This is an optimization exercise on Yosys and OpenROAD, whose aim is small area, a short achievable clock period and few clock cycles, not a production implementation. Only simulation tests tie the RTL to the original design; equivalence was not proved. Power and IR drop assume default switching activity.

==> inputs of try-lagoon <==
==> flow/design.v <==
module pq_engine (
    input  wire        clk,
    input  wire        rst,
    input  wire        in_valid,
    output wire        in_ready,
    input  wire [63:0] in_data,
    input  wire [1:0]  in_layout,
    input  wire [31:0] in_erase,
    output wire        out_valid,
    input  wire        out_ready,
    output wire [63:0] out_data,
    output wire [4:0]  out_idx,
    output wire        out_last
);
    function [7:0] mul2;             
        input [7:0] a;
        begin
            mul2 = {a[6:0], 1'b0} ^ (a[7] ? 8'h1D : 8'h00);
        end
    endfunction
    function [7:0] div2;             
        input [7:0] a;
        begin
            div2 = {1'b0, a[7:1]} ^ (a[0] ? 8'h8E : 8'h00);
        end
    endfunction
    function [63:0] mul2_word;
        input [63:0] w;
        integer k;
        begin
            for (k = 0; k < 8; k = k + 1)
                mul2_word[8*k +: 8] = mul2(w[8*k +: 8]);
        end
    endfunction
    function [63:0] div2_word;
        input [63:0] w;
        integer k;
        begin
            for (k = 0; k < 8; k = k + 1)
                div2_word[8*k +: 8] = div2(w[8*k +: 8]);
        end
    endfunction
    function [4:0] data_units;
        input [1:0] layout;
        begin
            case (layout)
                2'd0:    data_units = 5'd30;   
                2'd1:    data_units = 5'd14;   
                default: data_units = 5'd6;    
            endcase
        end
    endfunction
    function [7:0] alpha;
        input [4:0] d;
        begin
            case (d)
                5'd1:  alpha = 8'hF4;  5'd2:  alpha = 8'hA7;
                5'd3:  alpha = 8'h9D;  5'd4:  alpha = 8'h72;
                5'd5:  alpha = 8'hED;  5'd6:  alpha = 8'h5F;
                5'd7:  alpha = 8'h54;  5'd8:  alpha = 8'hA0;
                5'd9:  alpha = 8'hA9;  5'd10: alpha = 8'hFB;
                5'd11: alpha = 8'h74;  5'd12: alpha = 8'h85;
                5'd13: alpha = 8'hE4;  5'd14: alpha = 8'hC0;
                5'd15: alpha = 8'h8A;  5'd16: alpha = 8'h67;
                5'd17: alpha = 8'hDC;  5'd18: alpha = 8'h26;
                5'd19: alpha = 8'h63;  5'd20: alpha = 8'hF2;
                5'd21: alpha = 8'hE9;  5'd22: alpha = 8'hB4;
                5'd23: alpha = 8'hD2;  5'd24: alpha = 8'h02;
                5'd25: alpha = 8'h8E;  5'd26: alpha = 8'hBA;
                5'd27: alpha = 8'hAA;  5'd28: alpha = 8'hDE;
                5'd29: alpha = 8'h89;
                default: alpha = 8'h01;
            endcase
        end
    endfunction
    function [4:0] low_index;
        input [31:0] m;
        integer i;
        reg [31:0] below;
        reg [31:0] one;
        begin
            below = 32'd0;
            for (i = 1; i < 32; i = i + 1)
                below[i] = below[i-1] | m[i-1];
            one = m & ~below;
            low_index = 5'd0;
            for (i = 0; i < 32; i = i + 1)
                if (one[i]) low_index = low_index | i[4:0];
        end
    endfunction
    function [4:0] high_index;
        input [31:0] m;
        integer i;
        reg [31:0] above;
        reg [31:0] one;
        begin
            above = 32'd0;
            for (i = 30; i >= 0; i = i - 1)
                above[i] = above[i+1] | m[i+1];
            one = m & ~above;
            high_index = 5'd0;
            for (i = 0; i < 32; i = i + 1)
                if (one[i]) high_index = high_index | i[4:0];
        end
    endfunction
    reg [4:0]  bi;           
    reg [1:0]  lay;          
    reg        f_first;      
    reg        f_data;       
    reg        f_last;       
    reg        f_era;        
    reg [63:0] acc_a;        
    reg [63:0] acc_h;        
    wire [4:0] nd      = data_units(lay);
    reg        ph1;          
    reg [4:0]  ex, ey;       
    reg        qe;           
    reg [7:0]  kq, kh;
    wire [31:0] vmask = (in_layout == 2'd0) ? 32'hFFFF_FFFF :
                        (in_layout == 2'd1) ? 32'h0000_FFFF : 32'h0000_00FF;
    wire [31:0] mv    = in_erase & vmask;
    wire        qe_in = (in_layout == 2'd0) ? in_erase[31] :
                        (in_layout == 2'd1) ? in_erase[15] : in_erase[7];
    wire        two  = (ex != ey);                     
    wire        c_dd = two && (ey < nd);               
    wire        c_dp = (ex < nd) && (ey == nd);        
    wire        c_dq = (ex < nd) && (ey == nd + 5'd1); 
    wire        c_q  = (ex == nd + 5'd1);              
    wire        dd_now = c_dd;
    wire        past_x = ({1'b0, bi} > {1'b0, ex} + 6'd1);
    wire        k_beat = take && (bi[4:1] != 4'd0);
    wire [7:0]  a_tab  = alpha(ey - ex);
    wire [7:0]  a_col  = dd_now ? a_tab : 8'h01;
    reg        o_p0, o_p1;   
    reg        ov;           
    reg [3:0]  mcnt;         
    reg        mac_later;    
    reg        fix;          
    reg [63:0] s_a, s_h, s_q;
    reg [7:0]  s_ka, s_kh, s_kq;
    reg [4:0]  oidx, idx1;
    reg        olast;
    reg [63:0] r;
    reg        rdy;          
    reg        pend;         
    wire busy  = o_p0 || o_p1;
    assign in_ready = rdy;
    wire take  = in_valid && rdy;
    wire start = !busy && ((take && f_last) || pend);
    wire snap  = !busy && (f_last || pend);      
    wire qfree = (mcnt <= 4'd1) && !mac_later;   
    wire era  = f_first ? in_erase[0] : f_era;
    wire ga   = take && !era && !f_last;
    wire clr  = take && f_first;
    wire [63:0] din   = ga ? in_data : 64'd0;   
    assign out_valid = ov;
    assign out_data  = r;
    assign out_idx   = oidx;
    assign out_last  = olast;
    wire [4:0] bn = bi + 5'd1;
    wire       r0a = !(c_dd || c_dp || c_q);      
    wire       give = ov && out_ready;
    wire       mstep = (mcnt != 4'd0) || (give && o_p0 && mac_later);
    wire f_first_n = take ? f_last : f_first;
    wire f_last_n  = take ? (!f_first && (bn == nd + 5'd1)) : f_last;
    wire o_p0_n    = start || (o_p0 && !give);
    wire o_p1_n    = start ? two : (o_p1 && !(give && !o_p0));
    wire mac_go    = give && o_p0 && mac_later;
    wire [3:0] mcnt_n = start ? (r0a ? 4'd0 : 4'd8) :
                        mac_go ? 4'd7 :
                        (mcnt != 4'd0) ? mcnt - 4'd1 : 4'd0;
    wire mac_later_n = start ? (r0a && two) : (mac_later && !(give && o_p0));
    wire busy_n    = o_p0_n || o_p1_n;
    wire pend_n    = busy && ((take && f_last) || pend);
    wire [7:0] ka_col = c_dd ? (a_tab ^ 8'h1C) :
                        c_dp ? 8'h1D :
                        c_dq ? (kq ^ 8'h1D) : 8'h1D;
    always @(posedge clk) begin
        acc_a <= (clr ? 64'd0 : acc_a) ^ din;
        if (take) begin
            if (f_first || f_data)
                acc_h <= div2_word((f_first ? 64'd0 : acc_h) ^ din);
            if (f_first) begin
                lay    <= in_layout;
                ex     <= low_index(mv);
                ey     <= high_index(mv);
                qe     <= qe_in;
                f_era  <= in_erase[1];
                f_data <= 1'b1;
                f_last <= 1'b0;
            end else begin
                f_era  <= (bn == ex) || (bn == ey);
                f_data <= (bn < nd);
                f_last <= (bn == nd + 5'd1);
            end
            f_first <= f_last;
            bi      <= f_last ? 5'd0 : bn;
        end
        ph1 <= take && f_first;
        if (ph1) begin
            kq <= a_col;
            kh <= mul2(a_col);
        end else if (k_beat) begin
            if (!past_x)
                kq <= qe ? mul2(kq) : div2(kq);
            if (!f_last && (qe || past_x))
                kh <= mul2(kh);
        end
        if (snap) begin
            r     <= acc_a;
            s_a   <= acc_a;
            s_h   <= acc_h;
            s_ka  <= ka_col;
            s_kh  <= kh;
            s_kq  <= qe ? 8'h00 : kq;
            oidx  <= ex;
            idx1  <= ey;
            olast <= !two;
            fix   <= c_dd || c_dp;
        end else if (mstep) begin
            r    <= mul2_word(r)
                    ^ (s_ka[7] ? s_a : 64'd0)
                    ^ (s_kh[7] ? s_h : 64'd0)
                    ^ (s_kq[7] ? s_q : 64'd0);
            s_ka <= {s_ka[6:0], 1'b0};
            s_kh <= {s_kh[6:0], 1'b0};
            s_kq <= {s_kq[6:0], 1'b0};
        end else if (give && o_p0 && fix) begin
            r <= r ^ s_a;
        end
        if (mcnt != 4'd0) begin
            mcnt <= mcnt - 4'd1;
            if (mcnt == 4'd1)
                ov <= 1'b1;
        end
        if (give) begin
            if (o_p0) begin
                o_p0  <= 1'b0;
                oidx  <= idx1;
                olast <= 1'b1;
                ov    <= o_p1 && fix;
                if (mac_later) begin
                    mac_later <= 1'b0;
                    mcnt      <= 4'd7;    
                end
            end else begin
                o_p1 <= 1'b0;
                ov   <= 1'b0;
            end
        end
        if (f_last && qfree)
            s_q <= in_data;
        if (start) begin
            o_p0      <= 1'b1;
            o_p1      <= two;
            ov        <= r0a;
            mcnt      <= r0a ? 4'd0 : 4'd8;
            mac_later <= r0a && two;
        end
        pend <= pend_n;
        rdy  <= f_first_n ? !(pend_n && busy_n) :
                f_last_n  ? ((mcnt_n <= 4'd1) && !mac_later_n) : 1'b1;
        if (rst) begin
            rdy       <= 1'b1;
            pend      <= 1'b0;
            bi        <= 5'd0;
            f_first   <= 1'b1;
            f_last    <= 1'b0;
            ph1       <= 1'b0;
            o_p0      <= 1'b0;
            o_p1      <= 1'b0;
            ov        <= 1'b0;
            mcnt      <= 4'd0;
            mac_later <= 1'b0;
        end
    end
endmodule
==> flow/flow/run.sh <==
#!/bin/bash
# The standard layout, with a stronger setup repair target.
# Synthesis is the standard flow's own (standard.sh synth), unchanged. The rest of the
# ORFS flow runs with the same settings except SETUP_SLACK_MARGIN, so that
# repair_timing keeps improving paths beyond the 10 ns constraint.
set -euo pipefail
MARGIN=$(cat flow/margin.txt)
bash standard.sh synth > synth.log 2>&1
if grep -q 'SETUP_SLACK_MARGIN=' standard.sh; then
  sed -e "s/SETUP_SLACK_MARGIN=[-0-9.]*/SETUP_SLACK_MARGIN=${MARGIN}/" standard.sh > layout.sh
else
  sed -e "s/\"\${@:-finish}\"/SETUP_SLACK_MARGIN=${MARGIN} \"\${@:-finish}\"/" standard.sh > layout.sh
fi
export BUFFER_PORTS_ARGS="$(cat flow/buffer_ports_args.txt)"
bash layout.sh > layout.log 2>&1
==> flow/flow/buffer_ports_args.txt <==
-buffer_cell sky130_fd_sc_hd__buf_1
==> flow/flow/margin.txt <==
6.7
==> flow/standard.sh <==
#!/bin/bash
# synth_recipe.tcl (not shown) runs the flow's synth.tcl, then flattens the netlist and writes it again
# the make line also repeats each setting of config.mk as NAME=value (left out here)
make -C /OpenROAD-flow-scripts/flow DESIGN_CONFIG=/design/flow/config.mk WORK_HOME=/design/flow/orfs CLKGATE_MAP_FILE= SYNTH_SCRIPT=/design/flow/synth_recipe.tcl "${@:-finish}"
==> flow/config.mk <==
export PLATFORM = sky130hd
export DESIGN_NAME = pq_engine
export DESIGN_NICKNAME = pq_engine
export VERILOG_FILES = /design/flow/design.v
export SDC_FILE = /design/flow/constraint.sdc
export NUM_CORES = 4
export LEC_CHECK = 0
export CAP_MARGIN = 20
export CORE_MARGIN = 2
export CORE_UTILIZATION = 61
export CTS_BUF_LIST = sky130_fd_sc_hd__clkbuf_16
export CTS_CLUSTER_DIAMETER = 80
export CTS_CLUSTER_SIZE = 25
export SETUP_SLACK_MARGIN = 5
export SLEW_MARGIN = 20
==> flow/constraint.sdc <==
create_clock -name core_clock -period 10.0 [get_ports {clk}]
set_input_delay 2.0000 -clock core_clock [delete_from_list [all_inputs] [get_ports {clk}]]
set_output_delay 2.0000 -clock core_clock [all_outputs]
set_load 0.01 [all_outputs]
==> inputs of try-delta, as changes to try-lagoon <==
==> flow/flow/margin.txt (replaced) <==
6.6
Settings changed: CORE_UTILIZATION 61 to 64, CTS_BUF_LIST sky130_fd_sc_hd__clkbuf_16 to sky130_fd_sc_hd__clkbuf_8, CTS_CLUSTER_DIAMETER 80 to 60, CTS_CLUSTER_SIZE 25 to 18.
==> inputs of try-willow, as changes to try-lagoon <==
==> flow/design.v, changed modules only <==
module pq_engine (
    input  wire        clk,
    input  wire        rst,
    input  wire        in_valid,
    output wire        in_ready,
    input  wire [63:0] in_data,
    input  wire [1:0]  in_layout,
    input  wire [31:0] in_erase,
    output wire        out_valid,
    input  wire        out_ready,
    output wire [63:0] out_data,
    output wire [4:0]  out_idx,
    output wire        out_last
);
    function [7:0] mul2;             
        input [7:0] a;
        begin
            mul2 = {a[6:0], 1'b0} ^ (a[7] ? 8'h1D : 8'h00);
        end
    endfunction
    function [7:0] div2;             
        input [7:0] a;
        begin
            div2 = {1'b0, a[7:1]} ^ (a[0] ? 8'h8E : 8'h00);
        end
    endfunction
    function [63:0] mul2_word;
        input [63:0] w;
        integer k;
        begin
            for (k = 0; k < 8; k = k + 1)
                mul2_word[8*k +: 8] = mul2(w[8*k +: 8]);
        end
    endfunction
    function [63:0] div2_word;
        input [63:0] w;
        integer k;
        begin
            for (k = 0; k < 8; k = k + 1)
                div2_word[8*k +: 8] = div2(w[8*k +: 8]);
        end
    endfunction
    function [4:0] data_units;
        input [1:0] layout;
        begin
            case (layout)
                2'd0:    data_units = 5'd30;   
                2'd1:    data_units = 5'd14;   
                default: data_units = 5'd6;    
            endcase
        end
    endfunction
    function [7:0] alpha;
        input [4:0] d;
        begin
            case (d)
                5'd1:  alpha = 8'hF4;  5'd2:  alpha = 8'hA7;
                5'd3:  alpha = 8'h9D;  5'd4:  alpha = 8'h72;
                5'd5:  alpha = 8'hED;  5'd6:  alpha = 8'h5F;
                5'd7:  alpha = 8'h54;  5'd8:  alpha = 8'hA0;
                5'd9:  alpha = 8'hA9;  5'd10: alpha = 8'hFB;
                5'd11: alpha = 8'h74;  5'd12: alpha = 8'h85;
                5'd13: alpha = 8'hE4;  5'd14: alpha = 8'hC0;
                5'd15: alpha = 8'h8A;  5'd16: alpha = 8'h67;
                5'd17: alpha = 8'hDC;  5'd18: alpha = 8'h26;
                5'd19: alpha = 8'h63;  5'd20: alpha = 8'hF2;
                5'd21: alpha = 8'hE9;  5'd22: alpha = 8'hB4;
                5'd23: alpha = 8'hD2;  5'd24: alpha = 8'h02;
                5'd25: alpha = 8'h8E;  5'd26: alpha = 8'hBA;
                5'd27: alpha = 8'hAA;  5'd28: alpha = 8'hDE;
                5'd29: alpha = 8'h89;
                default: alpha = 8'h01;
            endcase
        end
    endfunction
    function [4:0] low_index;
        input [31:0] m;
        integer i;
        reg [31:0] below;
        reg [31:0] one;
        begin
            below = 32'd0;
            for (i = 1; i < 32; i = i + 1)
                below[i] = below[i-1] | m[i-1];
            one = m & ~below;
            low_index = 5'd0;
            for (i = 0; i < 32; i = i + 1)
                if (one[i]) low_index = low_index | i[4:0];
        end
    endfunction
    function [4:0] high_index;
        input [31:0] m;
        integer i;
        reg [31:0] above;
        reg [31:0] one;
        begin
            above = 32'd0;
            for (i = 30; i >= 0; i = i - 1)
                above[i] = above[i+1] | m[i+1];
            one = m & ~above;
            high_index = 5'd0;
            for (i = 0; i < 32; i = i + 1)
                if (one[i]) high_index = high_index | i[4:0];
        end
    endfunction
    reg [4:0]  bi;           
    reg [1:0]  lay;          
    reg [31:0] em;           
    reg        e2;           
    reg        f_first;      
    reg        f_data;       
    reg        f_p;          
    reg        f_last;       
    reg        f_era;        
    reg [63:0] acc_a;        
    reg [63:0] acc_h;        
    wire [4:0] nd      = data_units(lay);
    reg [2:0]  ph;
    reg [4:0]  ex, ey;       
    reg        two;          
    reg [4:0]  dxy;          
    reg        c_dd;         
    reg        c_dp;         
    reg        c_dq;         
    reg        c_q;          
    reg        c_pq;         
    reg        qe;           
    reg [7:0]  kq, kh;
    reg [4:0]  cq, ch;       
    wire [31:0] vmask = (lay == 2'd0) ? 32'hFFFF_FFFF :
                        (lay == 2'd1) ? 32'h0000_FFFF : 32'h0000_00FF;
    wire [31:0] mv    = em & vmask;
    wire [7:0]  a_tab = alpha(dxy);
    wire [7:0]  a_col = c_dd ? a_tab : 8'h01;
    reg        o_p0, o_p1;   
    reg        ov;           
    reg [3:0]  mcnt;         
    reg        mac_later;    
    reg        fix;          
    reg [63:0] s_a, s_h, s_q;
    reg [7:0]  s_ka, s_kh, s_kq;
    reg [4:0]  oidx, idx1;
    reg        olast;
    reg [63:0] r;
    wire busy = o_p0 || o_p1;
    assign in_ready = !(f_last && busy);
    wire take = in_valid && in_ready;
    wire snap = f_last && !busy;
    wire era  = f_first ? in_erase[0] : f_era;
    wire ga   = take && !era && (f_first || f_data || f_p);
    wire gh   = !era;
    wire clr  = take && f_first;
    wire [63:0] din_h = gh ? in_data : 64'd0;
    assign out_valid = ov;
    assign out_data  = r;
    assign out_idx   = oidx;
    assign out_last  = olast;
    wire give = ov && out_ready;
    wire [4:0] bn = bi + 5'd1;
    wire       r0a = !(c_dd || c_dp || c_q);      
    wire [7:0] ka_col = c_dd ? (a_tab ^ 8'h1C) :
                        c_dp ? 8'h1D :
                        c_dq ? (kq ^ 8'h1D) : 8'h1D;
    always @(posedge clk) begin
        em <= in_erase;
        acc_a <= (clr ? 64'd0 : acc_a) ^ (ga ? in_data : 64'd0);
        if (take) begin
            if (f_first || f_data)
                acc_h <= div2_word((f_first ? 64'd0 : acc_h) ^ din_h);
            if (f_first) begin
                lay    <= in_layout;
                e2     <= in_erase[2];
                f_era  <= in_erase[1];
                f_data <= 1'b1;
                f_p    <= 1'b0;
                f_last <= 1'b0;
            end else begin
                f_era  <= (bi == 5'd1) ? e2 : ((bn == ex) || (bn == ey));
                f_data <= (bn < nd);
                f_p    <= (bn == nd);
                f_last <= (bn == nd + 5'd1);
            end
            f_first <= f_last;
            bi      <= f_last ? 5'd0 : bn;
        end
        if (take && f_first)
            ph <= 3'd1;
        else if (ph != 3'd4 && ph != 3'd0)
            ph <= ph + 3'd1;
        if (ph == 3'd1) begin
            ex  <= low_index(mv);
            ey  <= high_index(mv);
            qe  <= em[nd + 5'd1];
        end
        if (ph == 3'd2) begin
            two  <= (ex != ey);
            dxy  <= ey - ex;
            c_dd <= (ex != ey) && (ey < nd);
            c_dp <= (ex < nd) && (ey == nd);
            c_dq <= (ex < nd) && (ey == nd + 5'd1);
            c_q  <= (ex == nd + 5'd1);
            c_pq <= (ex == nd) && (ey == nd + 5'd1);
            cq   <= ex;
            ch   <= qe ? nd : nd - ex;
        end
        if (ph == 3'd3) begin
            kq <= a_col;
            kh <= a_col;
        end
        if (ph == 3'd4) begin
            if (cq >= 5'd2) begin
                kq <= qe ? mul2(mul2(kq)) : div2(div2(kq));
                cq <= cq - 5'd2;
            end else if (cq == 5'd1) begin
                kq <= qe ? mul2(kq) : div2(kq);
                cq <= 5'd0;
            end
            if (ch >= 5'd2) begin
                kh <= mul2(mul2(kh));
                ch <= ch - 5'd2;
            end else if (ch == 5'd1) begin
                kh <= mul2(kh);
                ch <= 5'd0;
            end
        end
        if (snap) begin
            r     <= acc_a;
            s_a   <= acc_a;
            s_h   <= acc_h;
            s_q   <= in_data;
            s_ka  <= ka_col;
            s_kh  <= kh;
            s_kq  <= qe ? 8'h00 : kq;
            oidx  <= ex;
            idx1  <= ey;
            olast <= !two;
            fix   <= c_dd || c_dp;
        end else if (mcnt != 4'd0) begin
            r    <= mul2_word(r)
                    ^ (s_ka[7] ? s_a : 64'd0)
                    ^ (s_kh[7] ? s_h : 64'd0)
                    ^ (s_kq[7] ? s_q : 64'd0);
            s_ka <= {s_ka[6:0], 1'b0};
            s_kh <= {s_kh[6:0], 1'b0};
            s_kq <= {s_kq[6:0], 1'b0};
        end else if (give && o_p0 && fix) begin
            r <= r ^ s_a;
        end
        if (mcnt != 4'd0) begin
            mcnt <= mcnt - 4'd1;
            if (mcnt == 4'd1)
                ov <= 1'b1;
        end
        if (give) begin
            if (o_p0) begin
                o_p0  <= 1'b0;
                oidx  <= idx1;
                olast <= 1'b1;
                ov    <= o_p1 && fix;
                if (mac_later) begin
                    mac_later <= 1'b0;
                    mcnt      <= 4'd8;
                end
            end else begin
                o_p1 <= 1'b0;
                ov   <= 1'b0;
            end
        end
        if (take && f_last) begin
            o_p0      <= 1'b1;
            o_p1      <= two;
            ov        <= r0a;
            mcnt      <= r0a ? 4'd0 : 4'd8;
            mac_later <= r0a && two;
        end
        if (rst) begin
            bi        <= 5'd0;
            f_first   <= 1'b1;
            f_last    <= 1'b0;
            ph        <= 3'd0;
            o_p0      <= 1'b0;
            o_p1      <= 1'b0;
            ov        <= 1'b0;
            mcnt      <= 4'd0;
            mac_later <= 1'b0;
        end
    end
endmodule
--- a/flow/flow/run.sh
+++ b/flow/flow/run.sh
@@ -11,5 +11,4 @@
 else
   sed -e "s/\"\${@:-finish}\"/SETUP_SLACK_MARGIN=${MARGIN} \"\${@:-finish}\"/" standard.sh > layout.sh
 fi
-export BUFFER_PORTS_ARGS="$(cat flow/buffer_ports_args.txt)"
 bash layout.sh > layout.log 2>&1
==> flow/flow/margin.txt (replaced) <==
7
Settings changed: CORE_UTILIZATION 61 to 60, CTS_BUF_LIST sky130_fd_sc_hd__clkbuf_16 to unset, CTS_CLUSTER_DIAMETER 80 to unset, CTS_CLUSTER_SIZE 25 to unset.
removed: flow/flow/buffer_ports_args.txt
==> comparison table <==
item                                                                            try-delta          try-willow           try-lagoon
Routed met1 length                                                               23200 um            27100 um             24000 um
Hold Startpoint                                                        acc_h[0]$_DFFE_PP_  acc_h[0]$_DFFE_PP_  acc_h[21]$_DFFE_PP_
Number of global-route vias before repair                                           15683               18793                15606
Final design instance area without fill                                        25500 um^2          32000 um^2           26300 um^2
Count of clock-net buffers in the final layout                                         37                  78                   26
Maximum fanout along the worst path                                                    12                   4                    2
Sequential cell area fraction in the yosys report                                   56.6%               55.5%                56.6%
Met2 track demand over resource in global routing                                   47.1%               51.2%                46.3%
Data arrival, critical path                                                       3.74 ns             1.30 ns              1.26 ns
Final Skew                                                                      0.0356 ns           0.0221 ns            0.0213 ns
Adder and majority cell fraction of the synthesized area                            1.27%               1.57%                1.27%
Endpoint kind of the worst setup timing path                                     register         output port          output port
Post-Route WL                                                                    53400 um            68000 um             54700 um
Clock network fraction of design power                                              14.8%               22.7%                16.5%
DP Worst Slack                                                                    5.34 ns             5.10 ns              5.64 ns
Parity-gate share of the synthesized area counting xor and xnor cells               17.7%               14.1%                17.7%
Syn Inst Count                                                                       2176                2455                 2176
Transition time at the pin with the least slew margin                             1.08 ns             1.19 ns              1.01 ns
Status                                                           timing/DRC/antenna clean  timing/DRC/antenna clean  timing/DRC/antenna clean
Testbench counts of try-lagoon, summed over its fixed seeds: cycles 42,708.
Testbench counts of try-delta, summed over its fixed seeds: cycles 42,708.
Testbench counts of try-willow, summed over its fixed seeds: cycles 43,307.

## what the ideal ports hide
No port has a modelled driver above. Below, the same layouts with a new extraction and two added sets of constraints. Step 1 sets driving cells, clkbuf_16 on the clock port and buf_2 on the other inputs (assumed; they add their load-dependent delay and slew). Step 2, shift: input delay + t, output delay - t, t = (earliest + latest rising clock arrival at the registers) / 2. This alone moves slack from input paths to output paths. Slacks: ideal ports / drivers / drivers and shift; pairs: ideal ports / drivers.
| run | t (ns) | slack for setup (ns) | worst setup path at the end | slew at the worst register clock pin (ns) | cell pins on the clock port's net |
|---|---|---|---|---|---|
| try-lagoon | 0.609 | 6.739 / 6.683 / 6.162 | input to register | 0.10 / 0.10 | 1 |
| try-delta | 0.628 | 6.556 / 6.589 / 5.961 | input to register | 0.11 / 0.11 | 1 |
| try-willow | 0.655 | 6.697 / 6.641 / 6.344 | input to register | 0.07 / 0.07 | 1 |
After both steps setup and hold are still met in every run listed. For try-delta, which loses most, drivers alone change the setup slack by +0.033 ns; drivers and shift together by -0.595 ns.
